Source: an optimization exercise on an open RTL-to-GDS flow (aim: small area, a short achievable clock period and few clock cycles per item). Production flows keep margins and buffers that such runs may drop. Function was checked by simulation only, so behaviour that the tests miss may differ from the original. Treat power and IR drop as tool artefacts here; the default activity estimate runs too high for this design.

==> 03-07: inputs <==
==> flow/design.v (excerpt) <==
module zrf_hdr_dec (
    input  wire         clk,
    input  wire         rst,           
    input  wire         in_valid,
    output wire         in_ready,
    input  wire [146:0] in_bits,       
    input  wire         exp_side,
    input  wire [3:0]   exp_layer,
    input  wire [2:0]   exp_spot,
    input  wire [23:0]  exp_rb,
    input  wire [5:0]   exp_frame,
    input  wire         chk_frame,     
    output reg          out_valid,
    input  wire         out_ready,
    output reg  [63:0]  out_info,      
    output reg  [1:0]   out_nerr,      
    output reg          out_fail,      
    output reg          out_match      
);
    localparam [3:0]  LAM   = 4'd9;
    localparam [63:0] INV16 = 64'h834a5c2f67bde910;    
    function automatic [3:0] gf16_mul(input [3:0] a, input [3:0] b);
        reg [6:0] p;
        begin
            p = ({7{b[0]}} & {3'd0, a}) ^ ({7{b[1]}} & {2'd0, a, 1'b0})
              ^ ({7{b[2]}} & {1'd0, a, 2'd0}) ^ ({7{b[3]}} & {a, 3'd0});
            gf16_mul = p[3:0] ^ {p[6:4], 1'b0} ^ {1'b0, p[6:4]};
        end
    endfunction
    function automatic [7:0] c_mul(input [7:0] a, input [7:0] b);
        reg [3:0] m0, m1, m2;
        begin
            m1 = gf16_mul(a[7:4], b[7:4]);
            m0 = gf16_mul(a[3:0], b[3:0]);
            m2 = gf16_mul(a[7:4] ^ a[3:0], b[7:4] ^ b[3:0]);
            c_mul = {m2 ^ m0, gf16_mul(m1, LAM) ^ m0};
        end
    endfunction
    function automatic [7:0] c_div(input [7:0] b, input [7:0] a);
        reg [3:0] d, di;
        reg [7:0] p;
        begin
            d  = gf16_mul(gf16_mul(a[7:4], a[7:4]), LAM) ^ gf16_mul(a[7:4], a[3:0])
               ^ gf16_mul(a[3:0], a[3:0]);
            di = INV16[4*d +: 4];
            p  = c_mul(b, {a[7:4], a[3:0] ^ a[7:4]});
            c_div = {gf16_mul(p[7:4], di), gf16_mul(p[3:0], di)};
        end
    endfunction
    reg adv_q;                  
    reg rdy_q;                  
    reg ov_q;                   
    reg v1_q, v2_q, v3_q;       
    reg sk_valid;               
  ...
clock: 18.0 ns
lec_check: 0
cap_margin: 20
core_margin: 2
core_utilization: 70
cts_buf_list: sky130_fd_sc_hd__clkbuf_8 sky130_fd_sc_hd__clkbuf_16
cts_cluster_diameter: 100
cts_cluster_size: 30
place_density: 0.85
slew_margin: 20
synth_hierarchical: 1
synth_minimum_keep_size: 0
standard.sh (not shown) runs the stock make flow with config.mk's settings and CLKGATE_MAP_FILE= SYNTH_SCRIPT=/design/flow/synth_recipe.tcl, a recipe that flattens the netlist after the stock synthesis.
==> flow/flow/run.sh <==
#!/bin/bash
# The standard layout (the standard.sh, standard synthesis included), with
# two changes: the port buffers that global placement inserts are buf_2 cells
# instead of the default clkdlybuf4s50_1, and timing repair aims for 13.2 ns of
# setup slack at the design's 18 ns clock, so that it also sizes the paths
# that set the achieved period.
set -euo pipefail
bash standard.sh BUFFER_PORTS_ARGS="-buffer_cell sky130_fd_sc_hd__buf_2" SETUP_SLACK_MARGIN=13.2 > standard.log 2>&1
==> 04-25: changes against 03-07 <==
==> flow/flow/run.sh (replaced) <==
#!/bin/bash
# The standard layout (the standard.sh, standard synthesis included), with
# two changes: the port buffers that global placement inserts are buf_2 cells
# instead of the default clkdlybuf4s50_1, and timing repair aims for 13 ns of
# setup slack at the design's 18 ns clock, so that it also sizes the paths
# that set the achieved period.
set -euo pipefail
bash standard.sh BUFFER_PORTS_ARGS="-buffer_cell sky130_fd_sc_hd__buf_2" SETUP_SLACK_MARGIN=13 > standard.log 2>&1
--- a/flow/config.mk
+++ b/flow/config.mk
@@ -9,7 +9,3 @@
 export CORE_MARGIN = 2
-export CORE_UTILIZATION = 70
-export CTS_BUF_LIST = sky130_fd_sc_hd__clkbuf_8 sky130_fd_sc_hd__clkbuf_16
-export CTS_CLUSTER_DIAMETER = 100
-export CTS_CLUSTER_SIZE = 30
-export PLACE_DENSITY = 0.85
+export CORE_UTILIZATION = 40
 export SLEW_MARGIN = 20
==> flow_results.org <==
** Cells and area
- Layout overhead on the synthesized area :: 12.0%
- The finished layout holds 4,674 standard cells, fillers aside.

** Setup path
- Tracing the worst setup path back leads to its startpoint at out_match$_DFFE_PP_.
- Arrival time reported for the critical path endpoint :: roughly 1.2 ns
- Crit path kind :: flop to output port
- On the worst path, the slowest cell contributes a delay of around 0.45 ns.
- Last element of the critical path :: out_match

** STA
- Fin worst setup slack :: roughly 13 ns
- Post-layout min period :: 4.82 ns
- For the final database, setup skew stands at between 0.02 and 0.03 ns.

** Run status
- The flow ran to the end and the layout has no timing, DRC or antenna violations.

** Route
- Dividing the detail-routed via count by the number of cells gives about 6.
- Iteration-0 DRC count of the detailed router :: about 3.2k

** Global routing
- The via count of the first global-routing pass came to ~26k.
- Global-route usage over all layers :: 36.5%

** Die
- The flow inserted 696 tap cells.

** Clock network
- Counting the buffers created by CTS gives 25.

** Pwr
Source of the figures above: 03-07

==> flow_results.org <==
** Global routing
- For this run, the total global-route usage over all layers was measured as between 20 and 25%.

** Setup path
- At the worst endpoint, the arrival time is between 5 and 6 ns.
- Following the worst setup path forward leads to its endpoint at n1_2[4]$_DFFE_PP_.
- Crit path kind :: flop to flop

** STA
- Maximum clock skew at final layout :: 0.0202 ns
- Fin worst setup slack :: 13.06 ns
- The worst path needs about 5 ns of the cycle, external delays included.

** Route
- In this run, the number of DRC markers left after iteration 0 of detailed routing was approximately 2.2k.

** Cells and area
- After the flow finishes, the layout carries non-filler instances totaling 5,290.
- From synthesis to final layout, the design area changed by 16.1%.

** Run status
- Result of the run :: finished clean
Source of the figures above: 04-25

Testbench counts of 03-07, summed over its fixed seeds: cycles 2,432, items 2,400.
Testbench counts of 04-25, summed over its fixed seeds: cycles 2,432, items 2,400.

==> 05-04: inputs <==
Starting RTL as in the previous note.
==> flow/config.mk <==
export PLATFORM = sky130hd
export DESIGN_NAME = zrf_hdr_dec
export DESIGN_NICKNAME = zrf_hdr_dec
export VERILOG_FILES = /design/flow/design.v
export SDC_FILE = /design/flow/constraint.sdc
export NUM_CORES = 4
export LEC_CHECK = 0
export CAP_MARGIN = 10
export CORE_MARGIN = 2
export CORE_UTILIZATION = 60
export CTS_BUF_LIST = sky130_fd_sc_hd__clkbuf_8 sky130_fd_sc_hd__clkbuf_16
export CTS_CLUSTER_DIAMETER = 100
export CTS_CLUSTER_SIZE = 20
export GPL_TIMING_DRIVEN = 1
export PLACE_DENSITY = 0.75
export SLEW_MARGIN = 10
export SYNTH_HIERARCHICAL = 1
export SYNTH_MINIMUM_KEEP_SIZE = 0
==> flow/constraint.sdc <==
create_clock -name core_clock -period 18.0 [get_ports {clk}]
set_input_delay 3.6000 -clock core_clock [delete_from_list [all_inputs] [get_ports {clk}]]
set_output_delay 3.6000 -clock core_clock [all_outputs]
set_load 0.01 [all_outputs]
==> flow/flow/run.sh <==
#!/bin/bash
# The standard layout (the standard.sh, standard synthesis included), with
# two changes: the port buffers that global placement inserts are buf_2 cells
# instead of the default clkdlybuf4s50_1, and timing repair aims for 13.2 ns of
# setup slack at the design's 18 ns clock, so that it also sizes the paths
# that set the achieved period.
set -euo pipefail
bash standard.sh BUFFER_PORTS_ARGS="-buffer_cell sky130_fd_sc_hd__buf_2" SETUP_SLACK_MARGIN=13.2 > standard.log 2>&1
==> 02-02 (differences from 05-04) <==
==> flow/run.sh (new file) <==
#!/bin/bash
# synth_recipe.tcl (not shown) runs the flow's synth.tcl, then flattens the netlist and writes it again
# the make line also repeats each setting of config.mk as NAME=value (left out here)
make -C /OpenROAD-flow-scripts/flow DESIGN_CONFIG=/design/flow/config.mk WORK_HOME=/design/flow/orfs CLKGATE_MAP_FILE= SYNTH_SCRIPT=/design/flow/synth_recipe.tcl finish
==> flow/config.mk (replaced) <==
export PLATFORM = sky130hd
export DESIGN_NAME = zrf_hdr_dec
export DESIGN_NICKNAME = zrf_hdr_dec
export VERILOG_FILES = /design/flow/design.v
export SDC_FILE = /design/flow/constraint.sdc
export NUM_CORES = 4
export LEC_CHECK = 0
export CAP_MARGIN = 20
export CORE_MARGIN = 2
export CORE_UTILIZATION = 70
export CTS_BUF_LIST = sky130_fd_sc_hd__clkbuf_8 sky130_fd_sc_hd__clkbuf_16
export CTS_CLUSTER_DIAMETER = 100
export CTS_CLUSTER_SIZE = 20
export PLACE_DENSITY = 0.85
export SETUP_SLACK_MARGIN = 5
export SLEW_MARGIN = 20
export SYNTH_HIERARCHICAL = 1
export SYNTH_MINIMUM_KEEP_SIZE = 0
removed: flow/flow/run.sh
removed: flow/standard.sh
==> key figures <==
Worst setup path
  • Crit-path max FO: 1
  • Crit path DAT: 1.20 ns

Placed design
  • Dpl ws: 12.05 ns

Final layout
  • Seq/total area: 0.373

Detailed routing
  • Metal3 WL: 8840 microns

STA
  • Clk_skew: roughly 0.032 ns

Status
  • Status: no timing/DRC/antenna violations
The numbers above come from 05-04.

==> key figures <==
Worst setup path
  • Crit-path max FO: 11
  • Crit path DAT: ~7.1 ns

Final layout
  • Seq/total area: 0.380

Status
  • Status: no timing/DRC/antenna violations

STA
  • Clk_skew: 0.0281 ns

Detailed routing
  • Metal3 WL: 11500 microns
The numbers above come from 02-02.

Testbench counts of 05-04, summed over its fixed seeds: cycles 2,432, items 2,400.
Testbench counts of 02-02, summed over its fixed seeds: cycles 2,432, items 2,400.

## static timing again, ports no longer ideal
Ports are ideal in the flow. The routed layouts listed here were re-timed in OpenROAD.
Step 1, drivers: a clkbuf_16 drives clk and a buf_2 each remaining input, both assumed.
Step 2, shift: input delay + t, output delay - t, t = (earliest + latest rising clock arrival at the registers) / 2. This alone moves slack from input paths to output paths.
Slacks: ideal ports / drivers / drivers and shift; pairs: ideal ports / drivers.
run	t, ns	slack for setup (ns)	hold WS [ns]
03-07	0.647	13.177 / 13.118 / 13.149	0.410 / 0.410 / 0.410
04-25	0.682	13.062 / 13.004 / 13.062	0.406 / 0.406 / 0.406
05-04	0.641	13.197 / 13.132 / 13.008	0.392 / 0.392 / 0.392
02-02	0.645	11.320 / 11.320 / 11.320	0.413 / 0.413 / 0.413
After both steps setup and hold are still met in every run listed. For 05-04, which loses most, drivers alone change the setup slack by -0.065 ns; drivers and shift together by -0.189 ns.
